Source: an optimization exercise on an open RTL-to-GDS flow (aim: small area and a short achievable clock period). Production flows keep margins and buffers that such runs may drop.
Function was checked by simulation only, so behaviour that the tests miss may differ from the original.
In runs 3 to 8 the design's own scripts or RTL, not TritonCTS, make the clock network.
The clock port is modelled as an ideal driver, which makes a skipped or thinned clock tree look cheaper than it is; a real chip needs a root buffer or a tree.
No activity file was given, so power comes from the tool's default toggle rates.

## flow/design.v (module list and top-level ports; edited modules follow where they fit)
// module adc_correct: 1804 lines
module adc_correct (
    input  wire        clk,
    input  wire        rst,           
    input  wire        cfg_we,
    input  wire [4:0]  cfg_addr,      
    input  wire [31:0] cfg_wdata,
    input  wire        swap,          
    output wire        active_half,
    input  wire        in_valid,
    input  wire [15:0] in_code,
    output reg         out_valid,
    output reg  [23:0] out_sample,
    output reg         out_sat
);
  // ...
==> flow/flow/run.sh <==
#!/bin/bash
# The standard layout (standard.sh, unchanged synthesis) with two changes to
# how the layout is optimised; the constraints and clock are the standard flow's own:
#  - repair_timing keeps 16.4 ns of extra setup slack (sizes for a ~6 ns period)
#  - the port buffers are buf_4 cells instead of the resizer's default pick
set -euo pipefail
cd "$(dirname "$0")/.."
bash standard.sh SETUP_SLACK_MARGIN=16.4 "BUFFER_PORTS_ARGS=-buffer_cell sky130_fd_sc_hd__buf_4" finish > standard_flow.log 2>&1
==> flow/standard.sh <==
#!/bin/bash
# synth_recipe.tcl (not shown) runs the flow's synth.tcl, then flattens the netlist and writes it again
# the make line also repeats each setting of config.mk as NAME=value (left out here)
make -C /OpenROAD-flow-scripts/flow DESIGN_CONFIG=/design/flow/config.mk WORK_HOME=/design/flow/orfs CLKGATE_MAP_FILE= SYNTH_SCRIPT=/design/flow/synth_recipe.tcl "${@:-finish}"
==> flow/config.mk <==
export PLATFORM = sky130hd
export DESIGN_NAME = adc_correct
export DESIGN_NICKNAME = adc_correct
export VERILOG_FILES = /design/flow/design.v
export SDC_FILE = /design/flow/constraint.sdc
export NUM_CORES = 4
export LEC_CHECK = 0
export CAP_MARGIN = 20
export CORE_MARGIN = 2
export CORE_UTILIZATION = 40
export CTS_CLUSTER_DIAMETER = 90
export CTS_CLUSTER_SIZE = 26
export SLEW_MARGIN = 20
==> flow/constraint.sdc <==
create_clock -name core_clock -period 22.0 [get_ports {clk}]
set_input_delay 4.4000 -clock core_clock [delete_from_list [all_inputs] [get_ports {clk}]]
set_output_delay 4.4000 -clock core_clock [all_outputs]
set_load 0.01 [all_outputs]
==> metrics list, run 1 <==
* Status: finished clean
- Area of the core region: about 170000 µm²
- TritonCTS clock tree: yes
* Setup WS pre-CTS: 15940 ps
* Max H-tree Level: 3
- Max Freq: 180 MHz
- Clock tree buffer count of the final layout: between 100 and 150
- Static power due to leakage: 25.7 nW
- Data arrival time of the worst path: approximately 1200 ps
* Tapcells inserted: between 2000 and 2500
* Met2 routed wirelength: 103000 µm
- Worst setup skew after layout: 53.1 ps
* Cell Chain, Critical Path: buf_6
* HPWL after detailed placement: 123000 µm
* Min-delay worst type: flop to flop
- Across the run, the number of max-cap violations was 0.
* Final setup violation count: 0
- Worst-path maximum fanout: 2
- Simple-gate share of the synthesized area: 0.0444
* Most common cell after layout, fill and taps aside: edfxtp_1
- # fillers: approximately 16000
- The design has roughly 1500 sequential cells.
- In this run the clock root is driven by a clkbuf_16.
- For this run, the detailed router's first-pass iteration total came to 5.
* Number of buffers created by CTS: 71
* Seq pwr share: 0.500
- Summed over the clock group, the power is between 1.5 and 2 mW.
==> run 2, diff against run 1 <==
==> flow/flow/run.sh (replaced) <==
#!/bin/bash
# The standard layout (standard.sh, unchanged synthesis) with changes to
# how the layout is optimised; the constraints and clock are the standard flow's own:
#  - repair_timing keeps 16.4 ns of extra setup slack (sizes for a ~5.6 ns period)
#  - the port buffers are buf_4 cells instead of the resizer's default pick
set -euo pipefail
cd "$(dirname "$0")/.."
bash standard.sh SETUP_SLACK_MARGIN=16.4 \
  "BUFFER_PORTS_ARGS=-buffer_cell sky130_fd_sc_hd__buf_4" \
  "CTS_ARGS=-sink_clustering_enable -repair_clock_nets -sink_clustering_size 26 -sink_clustering_max_diameter 90 -dont_use_dummy_load" \
  finish > standard_flow.log 2>&1
==> run 2 against run 1 <==
Clock skew grew 50 ps; sequential cell count is the same; non-clock buffer count is the same; synthesized cell count is the same; combinational power is essentially flat; critical path depth is the same; wire length is essentially flat; core utilization shrank 0.32 points; sequential power is essentially flat; register-to-register slack is essentially flat; via count shrank 0.13%; first-iteration DRC count grew 1.4%; largest cell class unchanged.
==> metrics list, run 2 <==
- Top cells by area, synth: edfxtp_1 (48%), fa_1 (10%), dfxtp_1 (9.9%), a22oi_1 (8.5%), xor2_1 (3.4%) (unchanged).
- CTS Root Cell: clkbuf_16 (unchanged)
* HPWL after detailed placement: 123000 µm (unchanged)
- The via count of the first global-routing pass was 43600 (was 43700).
- Static power due to leakage: 25.5 nW (was 25.7 nW)
- The number of distinct library cell variants in the gate-level netlist after synthesis is 75 (unchanged).
* Antenna Nets Post-Route: 0 (unchanged)
* Slowest stage cell, crit path: dfxtp_2 (unchanged)
* Max Freq: 181 MHz (was 180 MHz)
- The area fraction of the dominant cell type after synthesis came to 0.483 (unchanged).
- Endpoints failing hold: 0 (unchanged)
- The synthesized netlist cell count is 5088 (unchanged).
* Status: finished clean (unchanged)
- The net count reported at finish is 5643 (unchanged).
- The most frequent standard cell in the layout excluding fill and tap cells was edfxtp_1 (unchanged).
- Final critical-path share of the clock period: 0.251 (was 0.253)
- The transition time of the tightest slew-check pin was 1100 ps (was 1110 ps).
* Number of cell instances on the worst register-to-register path: 19 (unchanged)
- The number of top-level pins was 85 (unchanged).
* CP Buf/Inv Count: 1 (unchanged)
- The leading area contributor after synthesis is edfxtp_1 (unchanged).
- TritonCTS clock tree: yes (unchanged)
- Share of post-route cells with drive strength above 1: 0.0894 (was 0.0952)
- The fraction of registers with async set or reset after synthesis was 0 (unchanged).
- The buffer depth of the longest clock path is 3 (unchanged).
- The cell with the most instances after synthesis is edfxtp_1 (unchanged).
- Biggest cell delay along the critical path: 330 ps (was 340 ps)
- The number of nets in the synthesized netlist was 5683 (unchanged).
- Post-synthesis instance area: 69600 µm² (unchanged)
* Kind of critical path: flop to primary output (unchanged)
- The first-pass iteration count of the detailed router is 7 (was 5).
- Top library cells by usage in the layout, fill and taps aside: edfxtp_1 (1120), a22oi_1 (785), inv_1 (389) (unchanged).
* Areal power density over the cells: 82.5 nW/µm² (was 84.2 nW/µm²)
* Crit end category: primary output (unchanged)
- Largest registers: lin_t0 x512, lin_t1 x512, w_data x32 (unchanged)
* Worst skew pair latency: 740 ps (about the same)
- The die outline width was 421 µm (unchanged).
* Total vias in the final route: 44000 (about the same)
- Clock sink count: 1465 (unchanged)
- CTS hold repair buffers: 0 (unchanged)
- The data arrival time of the worst path was 1130 ps (was 1160 ps).
- Area of the die: 177000 µm² (unchanged)
- The final routed wire length divided by cell count was 29.2 µm (was 29.0 µm).
* Number of antenna violations at the first check in global routing: 13 (was 14)
- Max H-tree Level: 3 (unchanged)
- Cell family contributing the most delay on the critical path: flip-flops (unchanged)
- Yosys warning total: 3 (unchanged)
* Pwr Total: 6.21 mW (was 6.38 mW)
- The count of fill cells added during filler insertion came to 15700 (about the same).
- Hold Path Depth: 0 (unchanged)
- The headroom to the max-slew limit came to 0.263 (was 0.257).
- Final worst path period need: 5530 ps (was 5560 ps)
* Drt initial violations: 5672 (was 5595)
- Vertical die dimension: 421 µm (unchanged)
* CP Launch Type: flop (unchanged)
- RePlAce Congestion: 0.831 (unchanged)
- Number of enable flip-flop cells after synthesis: 1120 (unchanged)
- The maximum vdd drop came to 0.0768 mV (was 0.0788 mV).
- Reg-to-Reg End: c_y[25] (unchanged)
- Final setup violation count: 0 (unchanged)
- Number of DRC violations after detailed routing: 0 (unchanged)
* Clock slew at the register clock pins of the worst setup and hold paths: 100 ps (about the same)
* Area of the core region: 173000 µm² (unchanged)
- The area growth from synthesis to layout was 8.03% (was 8.83%).
* Synth Flop Type: edfxtp_1 (unchanged)
- Starting density of the core: 0.402 (unchanged)
- Cell Chain, Critical Path: buf_4 (was buf_6)
- The number of buffers added by the clock tree synthesis step is 71 (unchanged).
- Worst setup skew after layout: 103 ps (was 53.1 ps)
- Synth top cells by count: edfxtp_1 (1120), a22oi_1 (787), inv_1 (391), fa_1 (361), dfxtp_1 (345) (unchanged).
* Setup slack of the most critical reg-to-reg path: 16630 ps (was 16640 ps)
* Average footprint of a synthesized cell: 13.7 µm² (unchanged)
- Overall global routing resource usage: 0.239 (about the same)
* Placement row count: 153 (unchanged)
- The launch point of the worst hold path is b_rail (unchanged).
- Number of vias per cell: 5.96 (was 5.93)
* Setup TNS: 0 ps (unchanged)
* Min-delay worst type: flop to flop (unchanged)
* # Max-Cap Violations: 0 (unchanged)
- Setup repair after global routing missed its margin: no (was yes).
- The post-detailed-routing wire length was 215000 µm (about the same).
- The biggest fanout along the worst timing path came to 2 (unchanged).
- Required time at the endpoint of the critical path: 17600 ps (about the same)
- Input/output buffers: 84 (unchanged)
- Beginning of the worst register-to-register path: b_u_one0 (unchanged)
* Total grt overflow: 0 (unchanged)
- The largest net degree at the start of global routing was 54 (unchanged).
* Hold Crit Endpoint: c_rail (unchanged)
* Sequential element share of the synthesized area: 0.582 (unchanged)
- First-pass GRT wire length: 311000 µm (about the same)
* Slew Limit Fails: 0 (unchanged)
- The total of flip-flops plus latches after synthesis is 1465 (unchanged).
[run 2: cell counts after synthesis]
Identical to the previous run, type by type.
[run 2: how the worst max path moves through the flow]
stage,to,cells after the start,from
floorplan,c_y[22],21,b_u_one2
global placement,c_y[22],18,b_u_neg2
detailed placement,c_y[22],18,b_u_neg2
CTS,c_y[17],19,b_u_one0
global route,c_y[25],18,b_u_one0
finish,active_half,1,half
[run 2: per-stage QoR]
stage               std cells  worst slack (ps)   util  instance area (µm²)  hold WS, ps
detailed placement       7298             15940  0.423                73300          312
global route             7373             16380  0.434                75200          355
CTS                      7369             16400  0.433                75200          336
finish                   7377             16470  0.434                75200          337
global placement         7298             15990  0.423                73300          312
floorplan                5088             16500      -                69600          310
[run 2: cell type report]
class / count / area, µm² / area share
Sequential cell: 1465 / 40700 / 0.541
Multi-Input combinational cell: 2875 / 26600 / 0.353
Tap cell: 2325 / 2910 / 0.0387
Clock buffer: 71 / 1780 / 0.0236
Antenna cell: 6 / 15.0 / 0.000200
Timing Repair Buffer: 243 / 1820 / 0.0242
Inverter: 392 / 1470 / 0.0196
[run 2: where the power goes]
part           switching (mW)  leakage (nW)  internal [mW]  total [mW]
logic                   0.969          11.6          0.639        1.61
clock network           0.839         0.875          0.579        1.42
registers              0.0771          13.0           3.10        3.18
total                    1.89          25.5           4.32        6.21
[run 2: kinds of logic after synthesis]
group                    synth area share
flip-flops                          0.582
buffers and inverters              0.0404
multiplexers                      0.00147
AO/OA/AOI/OAI                       0.133
XOR/XNOR                           0.0633
adder cells (fa/ha/maj)             0.135
AND/OR/NAND/NOR                    0.0444
[run 2: routing by layer]
metal / routed length [µm] / GRT usage
met3: 19300 / 0.0389
met2: 102000 / 0.394
met4: 8890 / 0.0857
met5: 74 / 0
met1: 84500 / 0.318
[run 2: repair_timing]
| item | CTS | global route |
|---|---|---|
| buffers inserted | 0 | 2 |
| gates resized for setup | 35 | 20 |
| cloned | 0 | 0 |
| pin swaps | 0 | 4 |
| endpoints found under the setup margin | 16 | 15 |
==> run 3, diff against run 2 <==
==> flow/flow/run.sh (replaced) <==
#!/bin/bash
# The standard layout (standard.sh, unchanged synthesis), with changes to
# how the layout is optimised; the constraints and clock are the standard flow's own:
#  - repair_timing keeps 16.6 ns of extra setup slack (sizes for a ~5.4 ns period)
#  - the port buffers are buf_4 cells instead of the resizer's default pick
#  - after CTS, flow/post_cts.tcl replaces TritonCTS's three-level clock tree
#    with a balanced two-level one (4 roots on the clock port, 20-register
#    leaf clusters) and repairs timing again
set -euo pipefail
cd "$(dirname "$0")/.."
bash standard.sh SETUP_SLACK_MARGIN=16.6 \
  "BUFFER_PORTS_ARGS=-buffer_cell sky130_fd_sc_hd__buf_4" \
  "POST_CTS_TCL=$PWD/flow/post_cts.tcl" \
  finish > standard_flow.log 2>&1
==> flow/flow/build_tree.tcl (new file) <==
# Custom two-level clock tree: the clock port drives NROOT clkbuf_16 roots,
# each root drives the leaf clkbuf_16 buffers of its region, each leaf drives
# a cluster of at most LEAFMAX register clock pins. Clusters come from
# recursive median bisection of the pin positions.
proc ct_bisect {items depth maxn} {
  # items: list of {iterm x y}; returns list of clusters
  if {[llength $items] <= $maxn} { return [list $items] }
  set xs [lsort -integer [lmap it $items {lindex $it 1}]]
  set ys [lsort -integer [lmap it $items {lindex $it 2}]]
  set dx [expr {[lindex $xs end] - [lindex $xs 0]}]
  set dy [expr {[lindex $ys end] - [lindex $ys 0]}]
  set k [expr {$dx >= $dy ? 1 : 2}]
  set s [lsort -integer -index $k $items]
  set h [expr {[llength $s] / 2}]
  return [concat [ct_bisect [lrange $s 0 [expr {$h-1}]] [expr {$depth+1}] $maxn] \
                 [ct_bisect [lrange $s $h end] [expr {$depth+1}] $maxn]]
}
proc ct_centroid {items} {
  set sx 0; set sy 0
  foreach it $items { set sx [expr {$sx + [lindex $it 1]}]; set sy [expr {$sy + [lindex $it 2]}] }
  set n [llength $items]
  return [list [expr {$sx / $n}] [expr {$sy / $n}]]
}
proc ct_build {nroot leafmax} {
  set db [ord::get_db]
  set block [ord::get_db_block]
  set master [$db findMaster sky130_fd_sc_hd__clkbuf_16]
  set clk [$block findNet clk]
  set sinks {}
  foreach it [$clk getITerms] {
    if {[$it isInputSignal]} {
      set xy [$it getAvgXY]
      lappend sinks [list $it [lindex $xy 1] [lindex $xy 2]]
    }
  }
  puts "ct: [llength $sinks] sinks"
  # leaf clusters
  set clusters [ct_bisect $sinks 0 $leafmax]
  puts "ct: [llength $clusters] leaf clusters"
  # leaves as items for root grouping
  set leaves {}
  set i 0
  foreach c $clusters {
    set xy [ct_centroid $c]
    lappend leaves [list $i [lindex $xy 0] [lindex $xy 1]]
    incr i
  }
  set per [expr {int(ceil(double([llength $leaves]) / $nroot))}]
  set groups [ct_bisect $leaves 0 $per]
  puts "ct: [llength $groups] root groups"
  set r 0
  foreach g $groups {
    set rxy [ct_centroid $g]
    set rinst [odb::dbInst_create $block $master "ctroot_$r"]
    $rinst setLocation [lindex $rxy 0] [lindex $rxy 1]
    $rinst setPlacementStatus PLACED
    [$rinst findITerm A] connect $clk
    set rnet [odb::dbNet_create $block "ctroot_net_$r"]
    $rnet setSigType CLOCK
    [$rinst findITerm X] connect $rnet
    foreach l $g {
      set li [lindex $l 0]
      set linst [odb::dbInst_create $block $master "ctleaf_$li"]
      $linst setLocation [lindex $l 1] [lindex $l 2]
      $linst setPlacementStatus PLACED
      [$linst findITerm A] connect $rnet
      set lnet [odb::dbNet_create $block "ctleaf_net_$li"]
      $lnet setSigType CLOCK
      [$linst findITerm X] connect $lnet
      foreach s [lindex $clusters $li] {
        set it [lindex $s 0]
        $it disconnect
        $it connect $lnet
      }
    }
    incr r
  }
}
==> flow/flow/post_cts.tcl (new file) <==
# POST_CTS hook: replace TritonCTS's three-level clock tree with a balanced
# two-level one.  The clock port drives 4 clkbuf_16 roots; each root drives
# the clkbuf_16 leaves of its quarter of the registers; each leaf drives a
# cluster of at most 20 register clock pins (recursive median bisection of
# the pin positions).  Every register sees the same two buffer levels.
# Timing is then repaired as cts.tcl does and the placement legalised.
source [file join [file dirname [info script]] build_tree.tcl]

proc ct_rip {} {
  set block [ord::get_db_block]
  set clk [$block findNet clk]
  set sinks {}
  set dead_insts {}
  set dead_nets {}
  set frontier [list $clk]
  while {[llength $frontier]} {
    set net [lindex $frontier 0]
    set frontier [lrange $frontier 1 end]
    foreach it [$net getITerms] {
      if {![$it isInputSignal]} continue
      set inst [$it getInst]
      set m [[$inst getMaster] getName]
      if {[regexp {__(clkbuf|clkinv|buf|inv|clkdlybuf\w*|dlygate\w*)_\d+$} $m]} {
        lappend dead_insts $inst
        foreach ot [$inst getITerms] {
          if {[$ot isOutputSignal] && [$ot getNet] ne "NULL"} {
            lappend frontier [$ot getNet]
            lappend dead_nets [$ot getNet]
          }
        }
      } else {
        lappend sinks $it
      }
    }
  }
  puts "ct_rip: [llength $dead_insts] clock tree cells removed, [llength $sinks] sinks"
  foreach it $sinks { $it disconnect }
  foreach inst $dead_insts { odb::dbInst_destroy $inst }
  foreach net $dead_nets { odb::dbNet_destroy $net }
  foreach it $sinks { $it connect $clk }
}

ct_rip
ct_build 4 20
set_propagated_clock [all_clocks]
log_cmd detailed_placement
log_cmd estimate_parasitics -placement
report_clock_latency
repair_timing_helper
log_cmd detailed_placement
check_placement -verbose
log_cmd estimate_parasitics -placement
report_clock_latency
==> run 3 against run 2 <==
Cell count increased by 1.3%; core utilization increased by 1.2 points; combinational power up 2%.
==> metrics list, run 3 <==
- Status: finished clean (unchanged).
- Synth Flop Type: edfxtp_1 (unchanged)
- The count of flip-flops with a built-in enable after synthesis came to 1120 (unchanged).
- Sequential cell area: 40700 µm² (about the same)
- Async set or reset register ratio after synthesis: 0 (unchanged)
- Number of cell instances on the worst register-to-register path: 15 (was 19)
* Required time at the endpoint of the critical path: 17600 ps (about the same)
- Pin count of the biggest net entering global routing: 54 (unchanged)
- The biggest fanout along the worst timing path came to 1 (was 2).
- The post-layout instance count excluding filler cells is 7471 (was 7377).
* Total grt overflow: 0 (unchanged)
- The cell with the most instances after synthesis is edfxtp_1 (unchanged).
* Final critical-path share of the clock period: 0.249 (was 0.251)
* Rel. slew slack: 0.204 (was 0.263)
* Top cells by area, synth: edfxtp_1 (48%), fa_1 (10%), dfxtp_1 (9.9%), a22oi_1 (8.5%), xor2_1 (3.4%) (unchanged)
- The max capacitance violation total was 0 (unchanged).
* Adder-cell share of the synthesized area: 0.135 (unchanged)
* Area of the core region: 173000 µm² (unchanged)
* Final setup violation count: 0 (unchanged)
- The shortest clock period the worst path allows after layout came to 5480 ps (was 5530 ps).
- The worst hold slack is 328 ps (was 337 ps).
- The maximum vdd drop was 0.126 mV (was 0.0768 mV).
* Cell variety after synth: 75 (unchanged)
- The total power density per cell area is 88.4 nW/µm² (was 82.5 nW/µm²).
* Number of global-route vias before repair: 44700 (was 43600)
- Worst skew pair latency: 670 ps (was 740 ps)
- The total die area was 177000 µm² (unchanged).
- The total design power came to 6.83 mW (was 6.21 mW).
- Top library cells by usage in the layout, fill and taps aside: edfxtp_1 (1120), a22oi_1 (779), inv_1 (389) (was edfxtp_1 (1120), a22oi_1 (785), inv_1 (389))
- Sequential element share of the synthesized area: 0.582 (unchanged)
- The die outline width is 421 µm (unchanged).
* Post-layout worst setup margin: 16520 ps (was 16470 ps)
* Setup slack of the most critical reg-to-reg path: 16770 ps (was 16630 ps)
* Max Freq: 183 MHz (was 181 MHz)
- Synth top cells by count: edfxtp_1 (1120), a22oi_1 (787), inv_1 (391), fa_1 (361), dfxtp_1 (345) (unchanged)
- Endpoints failing hold: 0 (unchanged)
* Number of antenna violations at the first check in global routing: 8 (was 13)
* Setup repair after global routing missed its margin: yes (was no)
- The leading area contributor after synthesis is edfxtp_1 (unchanged).
- The routed via count is 44500 (was 44000).
- The count of fill cells added during filler insertion was 15600 (was 15700).
- Setup TNS: 0 ps (unchanged)
- Number of vias per cell: 5.96 (about the same)
* Post-synthesis instance area: 69600 µm² (unchanged)
* Beginning of the worst register-to-register path: a_lsel0[10] (was b_u_one0)
- The standby leakage power is 26.4 nW (was 25.5 nW).
* Vertical die dimension: 421 µm (unchanged)
* Wirelength per Cell: 29.0 µm (was 29.2 µm)
- The data arrival time of the worst path is 1080 ps (was 1130 ps).
- Slew Limit Fails: 0 (unchanged)
- Cell Chain, Critical Path: buf_6 (was buf_4)
- Reg-to-Reg End: b_base[22] (was c_y[25])
* Clock slew at the register clock pins of the worst setup and hold paths: 60 ps (was 100 ps)
- Utilization after layout: 0.445 (was 0.434)
- Largest family of logic cells by synthesized area: adder cells (unchanged)
- Share of post-route cells with drive strength above 1: 0.114 (was 0.0894)
- Kind of critical path: flop to primary output (unchanged)
- RePlAce Congestion: 0.835 (was 0.831)
- The starting density of the core was 0.402 (unchanged).
* Crit end category: primary output (unchanged)
* Hold Crit Endpoint: d_rail (was c_rail)
* Setup WS pre-CTS: 15900 ps (was 15940 ps)
* Slowest stage cell, crit path: dfxtp_2 (unchanged)
* Wirelength, routed: 217000 µm (was 215000 µm)
- The number of DRC markers after the initial detailed-route iteration came to 5503 (was 5672).
- Most common cell after layout, fill and taps aside: edfxtp_1 (unchanged)
- Net count after synthesis: 5683 (unchanged)
* Count of state elements after synthesis: 1465 (unchanged)
- Average footprint of a synthesized cell: 13.7 µm² (unchanged)
* Cell depth of the worst setup path: 1 (unchanged)
- The net count reported at finish is 5734 (was 5643).
* Clock sink count: 1465 (unchanged)
- The complex-gate fraction of the synthesized area came to 0.133 (unchanged).
* Multiplexer share of the synthesized area: 0.00147 (unchanged)
- Min-delay worst type: flop to flop (unchanged)
- Number of DRC violations after detailed routing: 0 (unchanged)
- The worst clock skew came to 60.6 ps (was 103 ps).
- Instance count of the mapped netlist: 5088 (unchanged)
* Post-route standard cell area excluding fillers: 77300 µm² (was 75200 µm²)
* Share of the synthesized netlist area taken by xor and xnor gates: 0.0633 (unchanged)
* Hold Path Depth: 0 (unchanged)
- P&R area growth vs syn: 10.9% (was 8.03%)
- Simple-gate share of the synthesized area: 0.0444 (unchanged)
- HPWL after detailed placement: 125000 µm (was 123000 µm)
- Placed Cells incl. Taps: 7302 (was 7298)
- The count of buffers inserted at the top-level ports was 84 (unchanged).
- Overall global routing resource usage: 0.240 (was 0.239)
* Antenna Nets Post-Route: 0 (unchanged)
- I/O pins: 85 (unchanged)
* Multi-input gate area in the final layout: 26700 µm² (was 26600 µm²)
- First-pass detailed-route iteration total: 7 (unchanged)
- Biggest cell delay along the critical path: 320 ps (was 330 ps)
- Yosys warning total: 3 (unchanged)
- Largest registers: lin_t0 x512, lin_t1 x512, w_data x32 (unchanged)
- Slew at the pin with the worst max-slew slack: 1190 ps (was 1100 ps)
- First-pass GRT wire length: 314000 µm (was 311000 µm)
- The area fraction of the dominant cell type after synthesis came to 0.483 (unchanged).
* Hold path startpoint: c_rail (was b_rail)
* CP Buf/Inv Count: 1 (unchanged)
- The kind of start point of the critical path is a flop (unchanged).
- The post-placement cell area was 73300 µm² (about the same).
- The kind of cell adding the most delay to the critical path is flip-flops (unchanged).
- Placement row count: 153 (unchanged)
-- run 3: cell types whose count changed in the layout (fill, tap and decap cells not counted), moves of 6 or more --
cell       change
clkbuf_16     +61
dfxtp_2       +29
buf_6         +28
dfxtp_1       -27
a22oi_1        -6
a22oi_2        +6
-- run 3: cells by family after synthesis --
kind of cell / count (synthesis)
AO/OA/AOI/OAI: 1252
XOR/XNOR: 503
adder cells (fa/ha/maj): 537
buffers and inverters: 748
flip-flops: 1465
multiplexers: 10
AND/OR/NAND/NOR: 573
-- run 3: worst max path at each step --
| stage | startpoint | end | slack (ps) |
|---|---|---|---|
| after global placement | b_u_neg2 | c_y[22] | 15910 |
| final | out_sample[17] | out_sample[17] | 16520 |
| after global routing | half | active_half | 16490 |
| after detailed placement | b_u_neg2 | c_y[22] | 15900 |
| after floorplan | b_u_one2 | c_y[22] | 16610 |
-- run 3: where the power goes --
part           total [mW]  switching [mW]  internal (mW)  leakage (nW)
combinational        1.65           0.972          0.682          11.8
sequential           3.21          0.0909           3.11          13.0
clock                1.97           0.924           1.04          1.64
total                6.83            1.99           4.84          26.4
-- run 3: cell type report --
class / count / share of cell area
Antenna cell: 7 / 0.000227
Buffer: 132 / 0.0428
Clock inverter: 2 / 0.000486
Inverter: 392 / 0.0191
Multi-Input combinational cell: 2875 / 0.345
Sequential cell: 1465 / 0.527
Tap cell: 2325 / 0.0377
Timing Repair Buffer: 273 / 0.0279
-- run 3: layer usage --
layer | GRT usage | share of wire
met1 | 0.318 | 0.39
met2 | 0.403 | 0.48
met5 | 0 | 0.00026
met4 | 0.0776 | 0.037
met3 | 0.0385 | 0.090
==> run 4, diff against run 3 <==
--- a/flow/flow/run.sh
+++ b/flow/flow/run.sh
@@ -5,5 +5,5 @@
 #  - the port buffers are buf_4 cells instead of the resizer's default pick
 #  - after CTS, flow/post_cts.tcl replaces TritonCTS's three-level clock tree
-#    with a balanced two-level one (4 roots on the clock port, 20-register
+#    with a balanced two-level one (4 roots on the clock port, 23-register
 #    leaf clusters) and repairs timing again
 set -euo pipefail
--- a/flow/flow/post_cts.tcl
+++ b/flow/flow/post_cts.tcl
@@ -2,5 +2,5 @@
 # two-level one.  The clock port drives 4 clkbuf_16 roots; each root drives
 # the clkbuf_16 leaves of its quarter of the registers; each leaf drives a
-# cluster of at most 20 register clock pins (recursive median bisection of
+# cluster of at most 23 register clock pins (recursive median bisection of
 # the pin positions).  Every register sees the same two buffer levels.
 # Timing is then repaired as cts.tcl does and the placement legalised.
@@ -42,5 +42,5 @@
 
 ct_rip
-ct_build 4 20
+ct_build 4 23
 set_propagated_clock [all_clocks]
 log_cmd detailed_placement
==> run 4 against run 3 <==
Still clean; clock skew shrank 6.6 ps; combinational power hardly changed; sequential power about the same; critical path depth is the same; via count is 0.91% lower; hold slack improved by 5.4 ps; synthesized cell count is the same; global-route usage decreased by 0.23 points; sequential cell count stayed put; register-to-register slack lost 80 ps; sequential share of layout area rose by 1.2 points; cell area down 2.2%.
==> metrics list, run 4 <==
- The per-instance average area after synthesis came to 13.7 µm² (unchanged).
- Worst skew pair latency: 540 ps (was 670 ps)
- Top library cells by usage in the layout, fill and taps aside: edfxtp_1 (1120), a22oi_1 (779), inv_1 (388) (was edfxtp_1 (1120), a22oi_1 (779), inv_1 (389)).
- The first-pass iteration count of the detailed router was 8 (was 7).
* Min-delay worst type: flop to flop (unchanged)
- The shortest clock period the worst path allows after layout is 5370 ps (was 5480 ps).
* Cell variety after synth: 75 (unchanged)
- Sequential element share of the synthesized area: 0.582 (unchanged)
- The kind of cell adding the most delay to the critical path is flip-flops (unchanged).
- The flip-flop cell with the highest count after synthesis is edfxtp_1 (unchanged).
- The maximum operating frequency came to 186 MHz (was 183 MHz).
- Vertical die dimension: 421 µm (unchanged)
* Count of state elements after synthesis: 1465 (unchanged)
- Endpoints failing hold: 0 (unchanged)
- The number of placement rows was 153 (unchanged).
- Slew Limit Fails: 0 (unchanged)
- The simple-gate share of the synthesized area is 0.0444 (unchanged).
- The overflow left after global routing was 0 (unchanged).
* Clock sink count: 1465 (unchanged)
- The number of remaining DRC errors is 0 (unchanged).
- The final sum of negative setup slack is 0 ps (unchanged).
- The slowest library cell on the worst path is dfxtp_2 (unchanged).
- The worst reg-to-reg setup slack is 16690 ps (was 16770 ps).
- Proportion of netlist area held by the largest area contributor: 0.483 (unchanged)
- Top cells by area, synth: edfxtp_1 (48%), fa_1 (10%), dfxtp_1 (9.9%), a22oi_1 (8.5%), xor2_1 (3.4%) (unchanged)
- Crit end category: primary output (unchanged)
- Largest registers: lin_t0 x512, lin_t1 x512, w_data x32 (unchanged)
- Cell Chain, Critical Path: buf_6 (unchanged)
- Setup repair after global routing missed its margin: yes (unchanged)
- The maximum vdd drop came to 0.0782 mV (was 0.126 mV).
- Async set or reset register ratio after synthesis: 0 (unchanged)
- The mux share of post-synthesis cell area came to 0.00147 (unchanged).
- Synth area leader: edfxtp_1 (unchanged)
- The standby leakage power was 25.6 nW (was 26.4 nW).
- Post-layout worst setup margin: 16630 ps (was 16520 ps)
- Pin count of the biggest net entering global routing: 54 (unchanged)
- Starting density of the core: 0.402 (unchanged)
- The floorplan core area was 173000 µm² (unchanged).
- The data arrival time of the worst path came to 970 ps (was 1080 ps).
- Biggest cell delay along the critical path: 340 ps (was 320 ps)
* Number of antenna violations at the first check in global routing: 8 (unchanged)
* Number of global-route vias before repair: 43900 (was 44700)
- I/O pins: 85 (unchanged)
- # Max-Cap Violations: 0 (unchanged)
- The die outline width was 421 µm (unchanged).
- The wire length of the first global-routing pass came to 311000 µm (was 314000 µm).
- Post-synthesis instance area: 69600 µm² (unchanged)
- Antenna Nets Post-Route: 0 (unchanged)
- Final setup violation count: 0 (unchanged)
- The transition time of the tightest slew-check pin is 1190 ps (about the same).
* HPWL after detailed placement: 125000 µm (unchanged)
- Net count after synthesis: 5683 (unchanged)
- The number of warnings printed during yosys synthesis came to 3 (unchanged).
- Compound-cell area share of the yosys netlist: 0.133 (unchanged)
- The proportion of layout cells with a drive suffix above 1 is 0.101 (was 0.114).
* Most used standard cell by instance count after synthesis: edfxtp_1 (unchanged)
- Total vias in the final route: 44100 (was 44500)
* Overall global routing resource usage: 0.238 (was 0.240)
- Adder-cell share of the synthesized area: 0.135 (unchanged)
- Required time at the endpoint of the critical path: 17600 ps (about the same)
- Rel. slew slack: 0.205 (was 0.204)
- The count of buffers inserted at the top-level ports is 84 (unchanged).
- CP Buf/Inv Count: 1 (unchanged)
* Synth top cells by count: edfxtp_1 (1120), a22oi_1 (787), inv_1 (391), fa_1 (361), dfxtp_1 (345) (unchanged)
* Number of nets in the final layout: 5662 (was 5734)
- Areal power density over the cells: 82.3 nW/µm² (was 88.4 nW/µm²)
- The post-detailed-routing wire length is 215000 µm (was 217000 µm).
- The total die area is 177000 µm² (unchanged).
- Worst setup skew after layout: 53.9 ps (was 60.6 ps)
* Largest family of logic cells by synthesized area: adder cells (unchanged)
* CP Launch Type: flop (unchanged)
* Clock slew at the register clock pins of the worst setup and hold paths: 100 ps (was 60 ps)
* # fillers: 15700 (was 15600)
- P&R area growth vs syn: 8.54% (was 10.9%)
- Drt initial violations: 5328 (was 5503)
- Share of the synthesized netlist area taken by xor and xnor gates: 0.0633 (unchanged)
- Status: finished clean (unchanged)
- Most common cell after layout, fill and taps aside: edfxtp_1 (unchanged)
* RePlAce Congestion: 0.835 (unchanged)
- The critical setup path kind was flop to primary output (unchanged).
- Final critical-path share of the clock period: 0.244 (was 0.249)
* Instance count of the mapped netlist: 5088 (unchanged)
- Number of vias per cell: 5.96 (about the same)
* Worst-path maximum fanout: 1 (unchanged)
* Number of enable flip-flop cells after synthesis: 1120 (unchanged)
* Wirelength per Cell: 29.1 µm (was 29.0 µm)
- Setup WS pre-CTS: 15900 ps (unchanged)
run 4: path summary, 6_finish.rpt:
kind	startpoint	depth (start not counted)	endpoint
hold reg to reg	a_gsel[1]	0	b_gsel[1]
setup / recovery	out_sample[21]	1	out_sample[21]
setup reg to reg	b_u_one0	17	c_y[25]
hold / removal	a_gsel[1]	0	b_gsel[1]
run 4: logic make-up after synthesis:
family	after synthesis
buffers and inverters	748
AND/OR/NAND/NOR	573
XOR/XNOR	503
AO/OA/AOI/OAI	1252
adder cells (fa/ha/maj)	537
flip-flops	1465
multiplexers	10
run 4: per-stage QoR:
| stage | std cells | hold slack [ps] | power, mW | utilization | cell area [µm²] |
|---|---|---|---|---|---|
| 2_1_floorplan | 5088 | 310 | 4.38 | - | 69600 |
| 3_3_place_gp | 7302 | 312 | 4.83 | 0.423 | 73300 |
| 3_5_place_dp | 7302 | 312 | 4.83 | 0.423 | 73300 |
| 5_1_grt | 7392 | 338 | 6.53 | 0.436 | 75600 |
| 6_report | 7397 | 333 | 6.22 | 0.436 | 75600 |
run 4: layout make-up:
cell class                      count  area [µm²]  area share
Inverter                          392        1470      0.0195
Tap cell                         2325        2910      0.0385
Clock inverter                      2        37.5    0.000497
Buffer                             68        1700      0.0225
Multi-Input combinational cell   2875       26600       0.353
Timing Repair Buffer              265        2110      0.0279
Sequential cell                  1465       40700       0.538
Antenna cell                        5        12.5    0.000166
run 4: routing by layer:
layer / part of all wire / up-vias / GRT usage
met5: 0.00032 / - / 0
met4: 0.037 / 10 / 0.0719
met3: 0.090 / 410 / 0.0363
met2: 0.48 / 2227 / 0.402
met1: 0.39 / 22800 / 0.317
li1: - / 18600 / -
run 4: power breakdown:
part           leakage (nW)  switching [mW]  total (mW)  internal, mW
logic                  11.8           0.968        1.64         0.669
registers              13.0          0.0918        3.20          3.11
clock network         0.852           0.821        1.38         0.560
==> run 5, diff against run 4 <==
--- a/flow/flow/run.sh
+++ b/flow/flow/run.sh
@@ -5,5 +5,5 @@
 #  - the port buffers are buf_4 cells instead of the resizer's default pick
 #  - after CTS, flow/post_cts.tcl replaces TritonCTS's three-level clock tree
-#    with a balanced two-level one (4 roots on the clock port, 23-register
+#    with a balanced two-level one (4 roots on the clock port, 26-register
 #    leaf clusters) and repairs timing again
 set -euo pipefail
--- a/flow/flow/post_cts.tcl
+++ b/flow/flow/post_cts.tcl
@@ -2,5 +2,5 @@
 # two-level one.  The clock port drives 4 clkbuf_16 roots; each root drives
 # the clkbuf_16 leaves of its quarter of the registers; each leaf drives a
-# cluster of at most 23 register clock pins (recursive median bisection of
+# cluster of at most 26 register clock pins (recursive median bisection of
 # the pin positions).  Every register sees the same two buffer levels.
 # Timing is then repaired as cts.tcl does and the placement legalised.
@@ -42,5 +42,5 @@
 
 ct_rip
-ct_build 4 23
+ct_build 4 26
 set_propagated_clock [all_clocks]
 log_cmd detailed_placement
==> run 5 against run 4 <==
Still clean on timing, DRC and antenna; hold slack did not move; core utilization did not move; area after synthesis is the same; power unchanged; first-iteration DRC count did not move; critical path depth stayed put; cell area stayed put; maximum frequency unchanged; largest cell class unchanged; highest routed layer unchanged.
==> metrics list, run 5 <==
- Status: finished clean (unchanged).
* Vertical die dimension: 421 µm (unchanged)
- The total setup violations reported at the end of the flow came to 0 (unchanged).
- Sequential cell area: 40700 µm² (unchanged)
* Hold Crit Endpoint: b_gsel[1] (unchanged)
- Worst skew pair latency: 540 ps (about the same)
- The count of fill cells added during filler insertion is 15700 (unchanged).
- Cell family contributing the most delay on the critical path: flip-flops (unchanged)
- Kind of critical path: flop to primary output (unchanged)
* Worst-path maximum fanout: 1 (unchanged)
- The first-pass iteration count of the detailed router was 8 (unchanged).
- Instance count of the mapped netlist: 5088 (unchanged)
- The post-route cell area is 75600 µm² (unchanged).
- The post-detailed-routing wire length came to 215000 µm (unchanged).
- Wirelength per Cell: 29.1 µm (unchanged)
- Yosys warning total: 3 (unchanged)
- The number of buffer and inverter instances along the worst setup path was 1 (unchanged).
- Rel. slew slack: 0.205 (unchanged)
* Overall global routing resource usage: 0.238 (unchanged)
- Placement row count: 153 (unchanged)
- The via density per instance came to 5.96 (unchanged).
* Max Freq: 186 MHz (unchanged)
* Post-synthesis instance area: 69600 µm² (unchanged)
- Number of antenna violations at the first check in global routing: 8 (unchanged)
- Die X-Extent: 421 µm (unchanged)
- The post-placement cell area was 73300 µm² (unchanged).
- The max capacitance violation total is 0 (unchanged).
- The share of synthesized area occupied by flip-flops and latches came to 0.582 (unchanged).
- The endpoint of the worst register-to-register path is c_y[25] (unchanged).
- The total of flip-flops plus latches after synthesis came to 1465 (unchanged).
- Final worst path period need: 5370 ps (unchanged)
* Number of global-route vias before repair: 43900 (unchanged)
* P&R area growth vs syn: 8.54% (unchanged)
- Slew at the pin with the worst max-slew slack: 1190 ps (unchanged)
- The count of buffers inserted at the top-level ports came to 84 (unchanged).
- The number of failing hold endpoints at the final stage came to 0 (unchanged).
- The slowest library cell on the worst path is dfxtp_2 (unchanged).
* Drt initial violations: 5328 (unchanged)
- The period utilization was 0.244 (unchanged).
- The total power density per cell area was 82.3 nW/µm² (unchanged).
- Most common cell after layout, fill and taps aside: edfxtp_1 (unchanged)
- Launching instance or port of the critical path: out_sample[21] (unchanged)
- Proportion of netlist area held by the largest area contributor: 0.483 (unchanged)
- The number of slew-limit violations in the final report is 0 (unchanged).
- The clock slew seen by the registers of the worst setup and hold paths is 100 ps (about the same).
* Cell Chain, Critical Path: buf_6 (unchanged)
- Setup TNS: 0 ps (unchanged)
- Number of cell instances on the worst register-to-register path: 17 (unchanged)
- The overflow left after global routing is 0 (unchanged).
- Setup repair after global routing missed its margin: yes (unchanged).
* Top cells by area, synth: edfxtp_1 (48%), fa_1 (10%), dfxtp_1 (9.9%), a22oi_1 (8.5%), xor2_1 (3.4%) (unchanged)
* Static power due to leakage: 25.6 nW (unchanged)
- Biggest cell delay along the critical path: 340 ps (about the same)
* Min-delay worst type: flop to flop (unchanged)
- Total vias in the final route: 44100 (unchanged)
- Required time at the endpoint of the critical path: 17600 ps (about the same)
* Async set or reset register ratio after synthesis: 0 (unchanged)
- Synth Flop Type: edfxtp_1 (unchanged)
- Net count after synthesis: 5683 (unchanged)
* Data arrival time of the worst path: 970 ps (about the same)
* Synth top cells by count: edfxtp_1 (1120), a22oi_1 (787), inv_1 (391), fa_1 (361), dfxtp_1 (345) (unchanged)
- The worst reg-to-reg setup slack is 16690 ps (about the same).
- Worst setup skew after layout: 53.9 ps (unchanged)
- Beginning of the worst register-to-register path: b_u_one0 (unchanged)
- The cell with the most instances after synthesis was edfxtp_1 (unchanged).
* Top library cells by usage in the layout, fill and taps aside: edfxtp_1 (1120), a22oi_1 (779), inv_1 (388) (unchanged)
- Share of post-route cells with drive strength above 1: 0.101 (unchanged)
* Synth area leader: edfxtp_1 (unchanged)
- Area of the die: 177000 µm² (unchanged)
* Pin count of the biggest net entering global routing: 54 (unchanged)
- First-pass GRT wire length: 311000 µm (unchanged)
* Average footprint of a synthesized cell: 13.7 µm² (unchanged)
- The net count reported at finish is 5662 (unchanged).
- The cell depth of the worst min-delay path came to 0 (unchanged).
* Number of enable flip-flop cells after synthesis: 1120 (unchanged)
- The number of distinct library cell variants in the gate-level netlist after synthesis came to 75 (unchanged).
- The floorplan core area is 173000 µm² (unchanged).
- Clock sink count: 1465 (unchanged)
- The number of remaining DRC errors came to 0 (unchanged).
- I/O pins: 85 (unchanged)
- CP Launch Type: flop (unchanged)
- Hold path startpoint: a_gsel[1] (unchanged)
- Crit end category: primary output (unchanged)
- Worst supply voltage drop on vdd: 0.0782 mV (unchanged)
- The area occupied by multi-input gates was 26600 µm² (unchanged).
- RePlAce Congestion: 0.835 (unchanged)
- The final antenna-violating net count came to 0 (unchanged).
- Largest registers: lin_t0 x512, lin_t1 x512, w_data x32 (unchanged)
- The starting density of the core came to 0.402 (unchanged).
* HPWL after detailed placement: 125000 µm (unchanged)
-- run 5: cell counts after synthesis --
No cell type changed its count.
-- run 5: report_power, final --
part / internal, mW / switching [mW]
Clock: 0.560 / 0.821
Combinational: 0.669 / 0.968
Sequential: 3.11 / 0.0918
-- run 5: worst reg2reg max path: stages (launching register included) --
cell	delay, ps
dfxtp_4	400
a22oi_2	230
xor2_2	200
fa_1	460
fa_1	530
fa_1	440
fa_1	490
inv_1	70
ha_4	260
a21o_1	210
or4_4	430
a2111oi_4	420
nor3_2	120
o21bai_2	210
nand2_2	130
a211o_1	360
a21oi_2	150
xnor2_1	120
-- run 5: how the worst max path moves through the flow --
stage                           endpoint  slack, ps  depth (start not counted)
after floorplan                  c_y[22]      16610                         21
after detailed placement         c_y[22]      15900                         18
after global routing              c_y[9]      16470                         21
final                     out_sample[21]      16630                          1
after global placement           c_y[22]      15910                         18
-- run 5: logic make-up (layout without fill, tap and decap cells) --
family,after synthesis,after routing,synth area share
DFF,1465,1465,0.582
AOI/OAI and AO/OA,1252,1252,0.133
buffers and inverters,748,727,0.0404
and+or+nand+nor,573,573,0.0444
adders and majority gates,537,537,0.135
xor gates and xnor gates,503,503,0.0633
muxes,10,10,0.00147
other,0,5,0
-- run 5: layout make-up --
type,count,area share
timing repair buffer,265,0.0279
antenna,5,0.000166
multi-input combinational,2875,0.353
tap,2325,0.0385
clock inverter,2,0.000497
buffer,68,0.0225
sequential,1465,0.538
inverter,392,0.0195
-- run 5: through the flow --
step	hold slack, ps	instances	utilization	worst slack, ps	power [mW]
global route	338	7392	0.436	16470	6.53
finish	333	7397	0.436	16630	6.22
floorplan	310	5088	-	16610	4.38
global placement	312	7302	0.423	15910	4.83
detailed placement	312	7302	0.423	15900	4.83
-- run 5: metal layers --
layer | GRT usage | vias to the layer above | wire length [µm]
met3 | 0.0363 | 410 | 19300
met2 | 0.402 | 2227 | 103000
met4 | 0.0719 | 10 | 8050
met5 | 0 | - | 69
li1 | - | 18600 | -
met1 | 0.317 | 22800 | 84700
==> run 6, diff against run 5 <==
--- a/flow/config.mk
+++ b/flow/config.mk
@@ -6,8 +6,8 @@
 export NUM_CORES = 4
 export LEC_CHECK = 0
-export CAP_MARGIN = 20
+export CAP_MARGIN = 10
 export CORE_MARGIN = 2
 export CORE_UTILIZATION = 40
 export CTS_CLUSTER_DIAMETER = 90
 export CTS_CLUSTER_SIZE = 26
-export SLEW_MARGIN = 20
+export SLEW_MARGIN = 10
==> run 6 against run 5 <==
Combinational power about the same; first-iteration DRC count unchanged; power unchanged; core utilization unchanged; wire length unchanged; sequential share of layout area unchanged; clock power about the same; clock skew unchanged; critical path depth unchanged; critical endpoint unchanged.
==> metrics list, run 6 <==
* Overall global routing resource usage: 0.238 (unchanged)
- Slew at the pin with the worst max-slew slack: 1190 ps (unchanged)
- The routed via count is 44100 (unchanged).
* Required time at the endpoint of the critical path: 17600 ps (about the same)
* Instance count of the mapped netlist: 5088 (unchanged)
* Setup TNS: 0 ps (unchanged)
- Setup slack of the most critical reg-to-reg path: 16690 ps (about the same)
- Most common cell after layout, fill and taps aside: edfxtp_1 (unchanged)
* Areal power density over the cells: 82.3 nW/µm² (unchanged)
- The maximum vdd drop came to 0.0782 mV (unchanged).
- # Max-Cap Violations: 0 (unchanged)
- Pin count of the biggest net entering global routing: 54 (unchanged)
* Reg-to-Reg End: c_y[25] (unchanged)
* Min-delay worst type: flop to flop (unchanged)
- Number of global-route vias before repair: 43900 (unchanged)
- The number of remaining DRC errors was 0 (unchanged).
* Cell family contributing the most delay on the critical path: flip-flops (unchanged)
- The overflow left after global routing is 0 (unchanged).
- First-pass detailed-route iteration total: 8 (unchanged)
* Kind of critical path: flop to primary output (unchanged)
* CP Buf/Inv Count: 1 (unchanged)
- Most used standard cell by instance count after synthesis: edfxtp_1 (unchanged)
- Starting density of the core: 0.402 (unchanged)
* Antenna Nets Post-Route: 0 (unchanged)
- The fraction of registers with async set or reset after synthesis is 0 (unchanged).
- Die X-Extent: 421 µm (unchanged)
- Endpoints failing hold: 0 (unchanged)
- The kind of start point of the critical path is a flop (unchanged).
- The pre-CTS worst setup slack is 15900 ps (unchanged).
* Slew Limit Fails: 0 (unchanged)
- Drt initial violations: 5328 (unchanged)
- The biggest fanout along the worst timing path was 1 (unchanged).
* Largest registers: lin_t0 x512, lin_t1 x512, w_data x32 (unchanged)
* Number of nets in the final layout: 5662 (unchanged)
- Final setup violation count: 0 (unchanged)
* P&R area growth vs syn: 8.54% (unchanged)
- RePlAce Congestion: 0.835 (unchanged)
- The post-detailed-routing wire length is 215000 µm (unchanged).
- Worst skew pair latency: 540 ps (about the same)
- The number of top-level pins was 85 (unchanged).
- Count of state elements after synthesis: 1465 (unchanged)
- Clock sink count: 1465 (unchanged)
- Rel. slew slack: 0.205 (unchanged)
* HPWL after detailed placement: 125000 µm (unchanged)
- Cell Chain, Critical Path: buf_6 (unchanged)
- Fin cells: 7397 (unchanged)
* Crit end category: primary output (unchanged)
* Hold path startpoint: a_gsel[1] (unchanged)
- The worst path setup slack after routing is 16630 ps (unchanged).
* Proportion of netlist area held by the largest area contributor: 0.483 (unchanged)
* Number of antenna violations at the first check in global routing: 8 (unchanged)
* Setup repair after global routing missed its margin: yes (unchanged)
* Final critical-path share of the clock period: 0.244 (unchanged)
* Synth area leader: edfxtp_1 (unchanged)
* Yosys warning total: 3 (unchanged)
- The shortest clock period the worst path allows after layout is 5370 ps (unchanged).
- The share of synthesized area occupied by flip-flops and latches is 0.582 (unchanged).
- The worst-case reg-to-reg path depth is 17 (unchanged).
- The vertical die dimension came to 421 µm (unchanged).
- Biggest cell delay along the critical path: 340 ps (about the same)
* Hold Crit Endpoint: b_gsel[1] (unchanged)
- The number of nets in the synthesized netlist was 5683 (unchanged).
* Clock slew at the register clock pins of the worst setup and hold paths: 100 ps (about the same)
- Data arrival time of the worst path: 970 ps (about the same)
- Slowest stage cell, crit path: dfxtp_2 (unchanged)
- Number of enable flip-flop cells after synthesis: 1120 (unchanged)
* # fillers: 15700 (unchanged)
* Hold Path Depth: 0 (unchanged)
- Multi-input gate area in the final layout: 26600 µm² (unchanged)
- Beginning of the worst register-to-register path: b_u_one0 (unchanged)
* Average footprint of a synthesized cell: 13.7 µm² (unchanged)
- The maximum operating frequency came to 186 MHz (unchanged).
- The final routed wire length divided by cell count came to 29.1 µm (unchanged).
- Input/output buffers: 84 (unchanged)
- Placed Cells incl. Taps: 7302 (unchanged)
- The instance count on the critical path was 1 (unchanged).
* Top library cells by usage in the layout, fill and taps aside: edfxtp_1 (1120), a22oi_1 (779), inv_1 (388) (unchanged)
- Number of vias per cell: 5.96 (unchanged)
* Placement row count: 153 (unchanged)
- Cell variety after synth: 75 (unchanged)
* Area of the core region: 173000 µm² (unchanged)
* Static power due to leakage: 25.6 nW (unchanged)
* Worst setup skew after layout: 53.9 ps (unchanged)
* Synth top cells by count: edfxtp_1 (1120), a22oi_1 (787), inv_1 (391), fa_1 (361), dfxtp_1 (345) (unchanged)
- Top cells by area, synth: edfxtp_1 (48%), fa_1 (10%), dfxtp_1 (9.9%), a22oi_1 (8.5%), xor2_1 (3.4%) (unchanged)
- The wire length of the first global-routing pass came to 311000 µm (unchanged).
* Share of post-route cells with drive strength above 1: 0.101 (unchanged)
* Status: finished clean (unchanged)
- Synth Flop Type: edfxtp_1 (unchanged)
* Post-synthesis instance area: 69600 µm² (unchanged)
- The storage element area came to 40700 µm² (unchanged).
- Area of the die: 177000 µm² (unchanged)
-- run 6: cell counts after synthesis --
No cell type changed its count.
-- run 6: worst max-delay path by stage --
stage                           endpoint           start
after floorplan                  c_y[22]        b_u_one2
after global placement           c_y[22]        b_u_neg2
after detailed placement         c_y[22]        b_u_neg2
after global routing              c_y[9]        b_u_one2
final                     out_sample[21]  out_sample[21]
-- run 6: layer usage --
metal	share of wire	wire, µm	global-route usage
met5	0.00032	69	0
met4	0.037	8050	0.0719
met3	0.090	19300	0.0363
met2	0.48	103000	0.402
met1	0.39	84700	0.317
-- run 6: area by class of cell --
cell class	instances	area share
antenna	5	0.000166
tap	2325	0.0385
sequential	1465	0.538
buffer	68	0.0225
multi-input combinational	2875	0.353
clock inverter	2	0.000497
inverter	392	0.0195
timing repair buffer	265	0.0279
-- run 6: cell families after synthesis --
logic type	after synthesis	share of synthesized area
DFF	1465	0.582
AOI/OAI and AO/OA	1252	0.133
buffers and inverters	748	0.0404
and+or+nand+nor	573	0.0444
adders and majority gates	537	0.135
xor gates and xnor gates	503	0.0633
muxes	10	0.00147
-- run 6: stage by stage --
step                       util  power (mW)  cell area [µm²]  hold WS (ps)
after floorplan               -        4.38            69600           310
after global placement    0.423        4.83            73300           312
after detailed placement  0.423        4.83            73300           312
after global routing      0.436        6.53            75600           338
final                     0.436        6.22            75600           333
-- run 6: where the power goes --
group / switching, mW / total (mW) / internal [mW] / leakage [nW]
Sequential: 0.0918 / 3.20 / 3.11 / 13.0
Combinational: 0.968 / 1.64 / 0.669 / 11.8
Clock: 0.821 / 1.38 / 0.560 / 0.852
==> run 7, diff against run 6 <==
==> flow/flow/run.sh (replaced) <==
#!/bin/bash
# The standard layout (standard.sh, unchanged synthesis), with changes to
# how the layout is optimised; the constraints and clock are the standard flow's own:
#  - repair_timing keeps 16.6 ns of extra setup slack (sizes for a ~5.4 ns period)
#  - the port buffers are buf_2 cells instead of the resizer's default pick
#  - after CTS, flow/post_cts.tcl replaces TritonCTS's three-level clock tree
#    with a balanced two-level one (4 roots on the clock port, 26-register
#    leaf clusters) and repairs timing again
set -euo pipefail
cd "$(dirname "$0")/.."
bash standard.sh SETUP_SLACK_MARGIN=16.6 \
  "BUFFER_PORTS_ARGS=-buffer_cell sky130_fd_sc_hd__buf_2" \
  "POST_CTS_TCL=$PWD/flow/post_cts.tcl" \
  finish > standard_flow.log 2>&1
--- a/flow/config.mk
+++ b/flow/config.mk
@@ -6,8 +6,8 @@
 export NUM_CORES = 4
 export LEC_CHECK = 0
-export CAP_MARGIN = 10
+export CAP_MARGIN = 20
 export CORE_MARGIN = 2
 export CORE_UTILIZATION = 40
 export CTS_CLUSTER_DIAMETER = 90
 export CTS_CLUSTER_SIZE = 26
-export SLEW_MARGIN = 10
+export SLEW_MARGIN = 20
==> run 7 against run 6 <==
Critical path depth is the same; cell count is the same; sequential share of layout area grew 0.17 points; die area is the same; hold slack gained 1.5 ps; clock power is essentially flat; wire length is essentially flat; cell area shrank 0.34%; maximum frequency is essentially flat; critical path type unchanged; largest power group unchanged.
==> metrics list, run 7 <==
- The maximum vdd drop came to 0.0797 mV (was 0.0782 mV).
- Starting density of the core: 0.402 (unchanged)
- First-pass detailed-route iteration total: 7 (was 8)
- The final sum of negative setup slack was 0 ps (unchanged).
* Top cells by area, synth: edfxtp_1 (48%), fa_1 (10%), dfxtp_1 (9.9%), a22oi_1 (8.5%), xor2_1 (3.4%) (unchanged)
* Pin count of the biggest net entering global routing: 54 (unchanged)
* Final setup violation count: 0 (unchanged)
* Compound-cell area share of the yosys netlist: 0.133 (unchanged)
- Areal power density over the cells: 82.1 nW/µm² (was 82.3 nW/µm²)
- Vertical die dimension: 421 µm (unchanged)
* Count of state elements after synthesis: 1465 (unchanged)
- The synthesized-area fraction occupied by xor and xnor cells is 0.0633 (unchanged).
- The shortest clock period the worst path allows after layout is 5370 ps (about the same).
- Worst skew pair latency: 530 ps (was 540 ps)
- Cell variety after synth: 75 (unchanged)
* Instance count of the mapped netlist: 5088 (unchanged)
* Die X-Extent: 421 µm (unchanged)
* Slew at the pin with the worst max-slew slack: 1110 ps (was 1190 ps)
- Proportion of netlist area held by the largest area contributor: 0.483 (unchanged)
- Worst setup skew after layout: 50.1 ps (was 53.9 ps)
- Proportion of total power due to net switching: 0.304 (was 0.302)
- Synth Flop Type: edfxtp_1 (unchanged)
* Kind of critical path: flop to primary output (unchanged)
* Biggest cell delay along the critical path: 340 ps (about the same)
* Number of DRC violations after detailed routing: 0 (unchanged)
* Cell Chain, Critical Path: buf_6 (unchanged)
- The total global-route track usage is 0.237 (was 0.238).
- The main combinational cell family by area after synthesis is adder cells (unchanged).
- The overflow left after global routing came to 0 (unchanged).
- Pwr Total: 6.19 mW (was 6.22 mW)
- Top library cells by usage in the layout, fill and taps aside: edfxtp_1 (1120), a22oi_1 (781), inv_1 (389) (was edfxtp_1 (1120), a22oi_1 (779), inv_1 (388))
- Input/output buffers: 84 (unchanged)
* Placed Cells incl. Taps: 7298 (was 7302)
- Static power due to leakage: 25.5 nW (was 25.6 nW)
* Average footprint of a synthesized cell: 13.7 µm² (unchanged)
- The headroom to the max-slew limit came to 0.258 (was 0.205).
- The count of fill cells added during filler insertion was 15800 (was 15700).
* Data arrival time of the worst path: 970 ps (about the same)
- Sequential element share of the synthesized area: 0.582 (unchanged)
- The max capacitance violation total was 0 (unchanged).
- The mux share of post-synthesis cell area was 0.00147 (unchanged).
- Highest metal layer with signal wires: met5 (unchanged)
- The area growth from synthesis to layout came to 8.17% (was 8.54%).
- The required time of the critical path came to 17600 ps (about the same).
- Min-delay worst type: flop to flop (unchanged)
* Endpoints failing hold: 0 (unchanged)
- Most used standard cell by instance count after synthesis: edfxtp_1 (unchanged)
* Final critical-path share of the clock period: 0.244 (about the same)
- Number of global-route vias before repair: 43500 (was 43900)
* Placement row count: 153 (unchanged)
* CP Launch Type: flop (unchanged)
* Clock slew at the register clock pins of the worst setup and hold paths: 100 ps (about the same)
* Slowest stage cell, crit path: dfxtp_2 (unchanged)
* Wirelength, routed: 216000 µm (was 215000 µm)
- The biggest fanout along the worst timing path came to 2 (was 1).
* CP Buf/Inv Count: 1 (unchanged)
- The final weighted congestion in routability-driven placement came to 0.827 (was 0.835).
- Synth top cells by count: edfxtp_1 (1120), a22oi_1 (787), inv_1 (391), fa_1 (361), dfxtp_1 (345) (unchanged)
* Clock sink count: 1465 (unchanged)
- Setup WS pre-CTS: 15960 ps (was 15900 ps)
* Drt initial violations: 5272 (was 5328)
* Number of vias per cell: 5.97 (was 5.96)
* I/O pins: 85 (unchanged)
* Yosys warning total: 3 (unchanged)
* Sw power: 1.88 mW (about the same)
- Post-layout worst setup margin: 16630 ps (about the same)
- The proportion of layout cells with a drive suffix above 1 came to 0.0995 (was 0.101).
* Clock power frac: 0.221 (was 0.222)
- The wire length on met1 came to 83900 µm (was 84700 µm).
- Slew Limit Fails: 0 (unchanged)
- Fin cells: 7397 (unchanged)
- Setup repair after global routing missed its margin: yes (unchanged)
- The placed wire-length estimate after detailed placement is 124000 µm (was 125000 µm).
- Async set or reset register ratio after synthesis: 0 (unchanged)
- The internal power came to 4.30 mW (was 4.34 mW).
* First-pass GRT wire length: 309000 µm (was 311000 µm)
* Gate power share: 0.262 (was 0.263)
* Net count after synthesis: 5683 (unchanged)
* Seq pwr share: 0.516 (was 0.515)
- The maximum operating frequency came to 186 MHz (about the same).
- Status: finished clean (unchanged)
- Most common cell after layout, fill and taps aside: edfxtp_1 (unchanged)
* Number of antenna violations at the first check in global routing: 10 (was 8)
- Number of enable flip-flop cells after synthesis: 1120 (unchanged)
- Total vias in the final route: 44200 (was 44100)
- Synth area leader: edfxtp_1 (unchanged)
- Largest registers: lin_t0 x512, lin_t1 x512, w_data x32 (unchanged).
* Met2 routed wirelength: 104000 µm (was 103000 µm)
- Number of nets in the final layout: 5661 (was 5662)
* Crit end category: primary output (unchanged)
* Area of the die: 177000 µm² (unchanged)
* Adder-cell share of the synthesized area: 0.135 (unchanged)
* Met3 routed wirelength: 18900 µm (was 19300 µm)
- The simple-gate share of the synthesized area was 0.0444 (unchanged).
- Post-synthesis instance area: 69600 µm² (unchanged)
- Wirelength per Cell: 29.1 µm (about the same)
* Cell family contributing the most delay on the critical path: flip-flops (unchanged)
- The floorplan core area is 173000 µm² (unchanged).
* Antenna Nets Post-Route: 0 (unchanged)
-- run 7: changes by cell type in the layout (fill, tap and decap cells not counted), sizes merged --
cell,delta
buf,-3
clkbuf,+2
clkinvlp,+2
bufinv,-1
-- run 7: path summary, 6_finish.rpt --
path             from           to  slack [ps]  depth (start not counted)
min            b_rail       c_rail         330                          0
max reg2reg  b_u_neg3      c_y[25]       16730                         19
min reg2reg    b_rail       c_rail         330                          0
max              half  active_half       16630                          1
-- run 7: per-stage QoR --
| step | hold slack (ps) | cell area, µm² | util |
|---|---|---|---|
| floorplan | 310 | 69600 | - |
| global placement | 311 | 73100 | 0.421 |
| detailed placement | 313 | 73100 | 0.421 |
| global route | 341 | 75300 | 0.434 |
| finish | 334 | 75300 | 0.434 |
-- run 7: final cells by class --
class,instances,area [µm²],area share
well taps,2325,2910,0.0386
repair buffers,264,1860,0.0247
multi-input cells,2875,26700,0.354
plain buffers,68,1700,0.0226
flip-flops and latches,1465,40700,0.540
diodes,5,12.5,0.000166
inverters,392,1470,0.0196
clock inverters,3,22.5,0.000299
-- run 7: kinds of logic (layout without fill, tap and decap cells) --
family | Yosys count | count (layout)
flip-flops | 1465 | 1465
AO/OA/AOI/OAI | 1252 | 1252
buffers and inverters | 748 | 727
AND/OR/NAND/NOR | 573 | 573
adder cells (fa/ha/maj) | 537 | 537
XOR/XNOR | 503 | 503
multiplexers | 10 | 10
other | 0 | 5
-- run 7: routing by layer --
metal,vias to the layer above,track usage
li1,18600,-
met3,429,0.0323
met1,22700,0.312
met2,2342,0.400
met4,10,0.0846
met5,-,0
-- run 7: power groups by stage --
stage / logic (mW) / clock network [mW] / registers, mW
after global routing: 1.81 / 1.47 / 3.21
after floorplan: 1.16 / 0 / 3.23
after global placement: 1.56 / 0 / 3.25
after detailed placement: 1.57 / 0 / 3.25
final: 1.62 / 1.37 / 3.19
==> run 8, diff against run 7 <==
--- a/flow/config.mk
+++ b/flow/config.mk
@@ -8,5 +8,5 @@
 export CAP_MARGIN = 20
 export CORE_MARGIN = 2
-export CORE_UTILIZATION = 40
+export CORE_UTILIZATION = 55
 export CTS_CLUSTER_DIAMETER = 90
 export CTS_CLUSTER_SIZE = 26
==> run 8 against run 7 <==
Hold slack hardly changed; cell count is 9.3% lower; worst setup slack better by 17 ps; via count is 0.41% lower; clock skew is 12 ps lower; register-to-register slack better by 20 ps; highest routed layer unchanged; critical path depth stayed put.
==> metrics list, run 8 <==
* Cell variety after synth: 75 (unchanged)
* RePlAce Congestion: 0.868 (was 0.827)
- The placed wire-length estimate after detailed placement came to 122000 µm (was 124000 µm).
* Top library cells by usage in the layout, fill and taps aside: edfxtp_1 (1120), a22oi_1 (783), inv_1 (388) (was edfxtp_1 (1120), a22oi_1 (781), inv_1 (389))
* CP Buf/Inv Count: 1 (unchanged)
* Synth Flop Type: edfxtp_1 (unchanged)
- The count of flip-flops with a built-in enable after synthesis was 1120 (unchanged).
- The required time of the critical path is 17600 ps (about the same).
- The critical setup path kind is flop to primary output (unchanged).
- The final sum of negative setup slack was 0 ps (unchanged).
* First-pass detailed-route iteration total: 5 (was 7)
* Worst skew pair latency: 520 ps (was 530 ps)
* Number of DRC violations after detailed routing: 0 (unchanged)
* Total grt overflow: 0 (unchanged)
* Clock slew at the register clock pins of the worst setup and hold paths: 90 ps (was 100 ps)
- Min-delay worst type: flop to flop (unchanged)
* Wirelength per Cell: 31.6 µm (was 29.1 µm)
* Status: finished clean (unchanged)
* Worst Hold Slack: 335 ps (was 334 ps)
* Async set or reset register ratio after synthesis: 0 (unchanged)
* Vertical die dimension: 360 µm (was 421 µm)
- Final critical-path share of the clock period: 0.243 (was 0.244)
- The transition time of the tightest slew-check pin came to 1110 ps (about the same).
- Worst setup skew after layout: 38.5 ps (was 50.1 ps)
* Endpoints failing hold: 0 (unchanged)
- The number of nets in the synthesized netlist came to 5683 (unchanged).
- I/O pins: 85 (unchanged)
- The max capacitance violation total is 0 (unchanged).
- Yosys warning total: 3 (unchanged)
- The capturing element type of the critical path was a primary output (unchanged).
- Average footprint of a synthesized cell: 13.7 µm² (unchanged)
- The total global-route track usage is 0.328 (was 0.237).
- The total die area is 129000 µm² (was 177000 µm²).
* Static power due to leakage: 25.4 nW (was 25.5 nW)
- Rel. slew slack: 0.257 (was 0.258)
* Number of vias per cell: 6.56 (was 5.97)
- Most used standard cell by instance count after synthesis: edfxtp_1 (unchanged)
- Number of global-route vias before repair: 43800 (was 43500)
* Post-synthesis instance area: 69600 µm² (unchanged)
- Biggest cell delay along the critical path: 340 ps (about the same)
- The synthesized netlist cell count was 5088 (unchanged).
* Pwr Total: 6.14 mW (was 6.19 mW)
* Sequential element share of the synthesized area: 0.582 (unchanged)
- The number of placement rows is 130 (was 153).
- Areal power density over the cells: 82.7 nW/µm² (was 82.1 nW/µm²)
- Slew Limit Fails: 0 (unchanged)
- The post-detailed-routing wire length is 212000 µm (was 216000 µm).
- The routed via count was 44000 (was 44200).
- The proportion of layout cells with a drive suffix above 1 is 0.0942 (was 0.0995).
- Final worst path period need: 5350 ps (was 5370 ps)
- Worst-path maximum fanout: 1 (was 2)
* Data arrival time of the worst path: 950 ps (was 970 ps)
- Cell Chain, Critical Path: buf_6 (unchanged)
* Input/output buffers: 84 (unchanged)
* Antenna Nets Post-Route: 0 (unchanged)
- Synth top cells by count: edfxtp_1 (1120), a22oi_1 (787), inv_1 (391), fa_1 (361), dfxtp_1 (345) (unchanged).
* Number of antenna violations at the first check in global routing: 9 (was 10)
- DP Area: 72200 µm² (was 73100 µm²)
* Final setup violation count: 0 (unchanged)
- Number of nets in the final layout: 5651 (was 5661)
- First-pass GRT wire length: 309000 µm (about the same)
* Worst supply voltage drop on vdd: 0.0862 mV (was 0.0797 mV)
- The sink count of the clock tree was 1465 (unchanged).
- Pin count of the biggest net entering global routing: 54 (unchanged)
* Area of the core region: 126000 µm² (was 173000 µm²)
- Largest registers: lin_t0 x512, lin_t1 x512, w_data x32 (unchanged)
- The starting density of the core came to 0.555 (was 0.402).
- The most frequent standard cell in the layout excluding fill and tap cells is edfxtp_1 (unchanged).
- The total of flip-flops plus latches after synthesis was 1465 (unchanged).
* P&R area growth vs syn: 6.68% (was 8.17%)
- The count of fill cells added during filler insertion came to 9990 (was 15800).
- The slowest library cell on the worst path is dfxtp_2 (unchanged).
* Drt initial violations: 5143 (was 5272)
- Setup repair after global routing missed its margin: yes (unchanged).
- The leading area contributor after synthesis is edfxtp_1 (unchanged).
* Cell family contributing the most delay on the critical path: flip-flops (unchanged)
- CP Launch Type: flop (unchanged)
* Proportion of netlist area held by the largest area contributor: 0.483 (unchanged)
* Max Freq: 187 MHz (was 186 MHz)
* Die X-Extent: 360 µm (was 421 µm)
- Post-route standard cell area excluding fillers: 74300 µm² (was 75300 µm²)
* Top cells by area, synth: edfxtp_1 (48%), fa_1 (10%), dfxtp_1 (9.9%), a22oi_1 (8.5%), xor2_1 (3.4%) (unchanged)
## run 8: layout make-up
class / instances / area, µm² / share of cell area
plain buffers: 68 / 1700 / 0.0229
repair buffers: 254 / 1720 / 0.0231
flip-flops and latches: 1465 / 40700 / 0.548
well taps: 1650 / 2060 / 0.0278
inverters: 392 / 1470 / 0.0198
diodes: 4 / 10.0 / 0.000135
multi-input cells: 2875 / 26700 / 0.359
## run 8: report_power, final
group	internal [mW]	switching [mW]	leakage [nW]	total, mW
Combinational	0.638	0.942	11.6	1.58
Sequential	3.11	0.112	13.0	3.22
Clock	0.547	0.798	0.838	1.34
## run 8: path summary, 6_finish.rpt
path	start	endpoint	slack [ps]	depth (start not counted)
worst min register to register	a_gsel[0]	b_gsel[0]	330	0
worst max-delay path	out_sat	out_sat	16650	1
worst max register to register	b_ls[2]	c_y[25]	16750	16
worst min-delay path	a_gsel[0]	b_gsel[0]	330	0
## run 8: cell families after synthesis
kind of cell               share of synthesized area
DFF                                            0.582
AOI/OAI and AO/OA                              0.133
buffers and inverters                         0.0404
and+or+nand+nor                               0.0444
adders and majority gates                      0.135
xor gates and xnor gates                      0.0633
muxes                                        0.00147
## run 8: through the flow
step | utilization | worst slack [ps] | instances
2_1_floorplan | - | 16610 | 5088
3_3_place_gp | 0.575 | 15850 | 6621
3_5_place_dp | 0.575 | 15800 | 6621
5_1_grt | 0.592 | 16530 | 6704
6_report | 0.592 | 16650 | 6708
## run 8: layer usage
metal  track usage  share of wire
met5             0        0.00015
met4         0.116          0.040
met3        0.0382          0.084
met2         0.563           0.50
met1         0.433           0.38

## separate check: timing with driven ports
The flow's constraints put no driver on any port. The routed layouts listed below were extracted and timed again, unchanged, in two steps. Step 1, drivers: a clkbuf_16 drives clk and a buf_2 each remaining input, both assumed. Step 2, shift: input delay + t, output delay - t, t = (earliest + latest rising clock arrival at the registers) / 2. This alone moves slack from input paths to output paths. Slacks: ideal / step 1 / step 2; pairs: ideal / step 1.
run	shift t [ns]	setup WS [ns]
run 1	0.795	16.438 / 16.355 / 16.460
run 2	0.761	16.469 / 16.385 / 16.443
run 3	0.799	16.522 / 16.364 / 16.461
run 4	0.674	16.626 / 16.468 / 16.480
run 5	0.674	16.626 / 16.468 / 16.480
run 6	0.674	16.626 / 16.468 / 16.480
run 7	0.673	16.630 / 16.470 / 16.401
run 8	0.651	16.646 / 16.493 / 16.439
After both steps setup and hold are still met in every run listed.
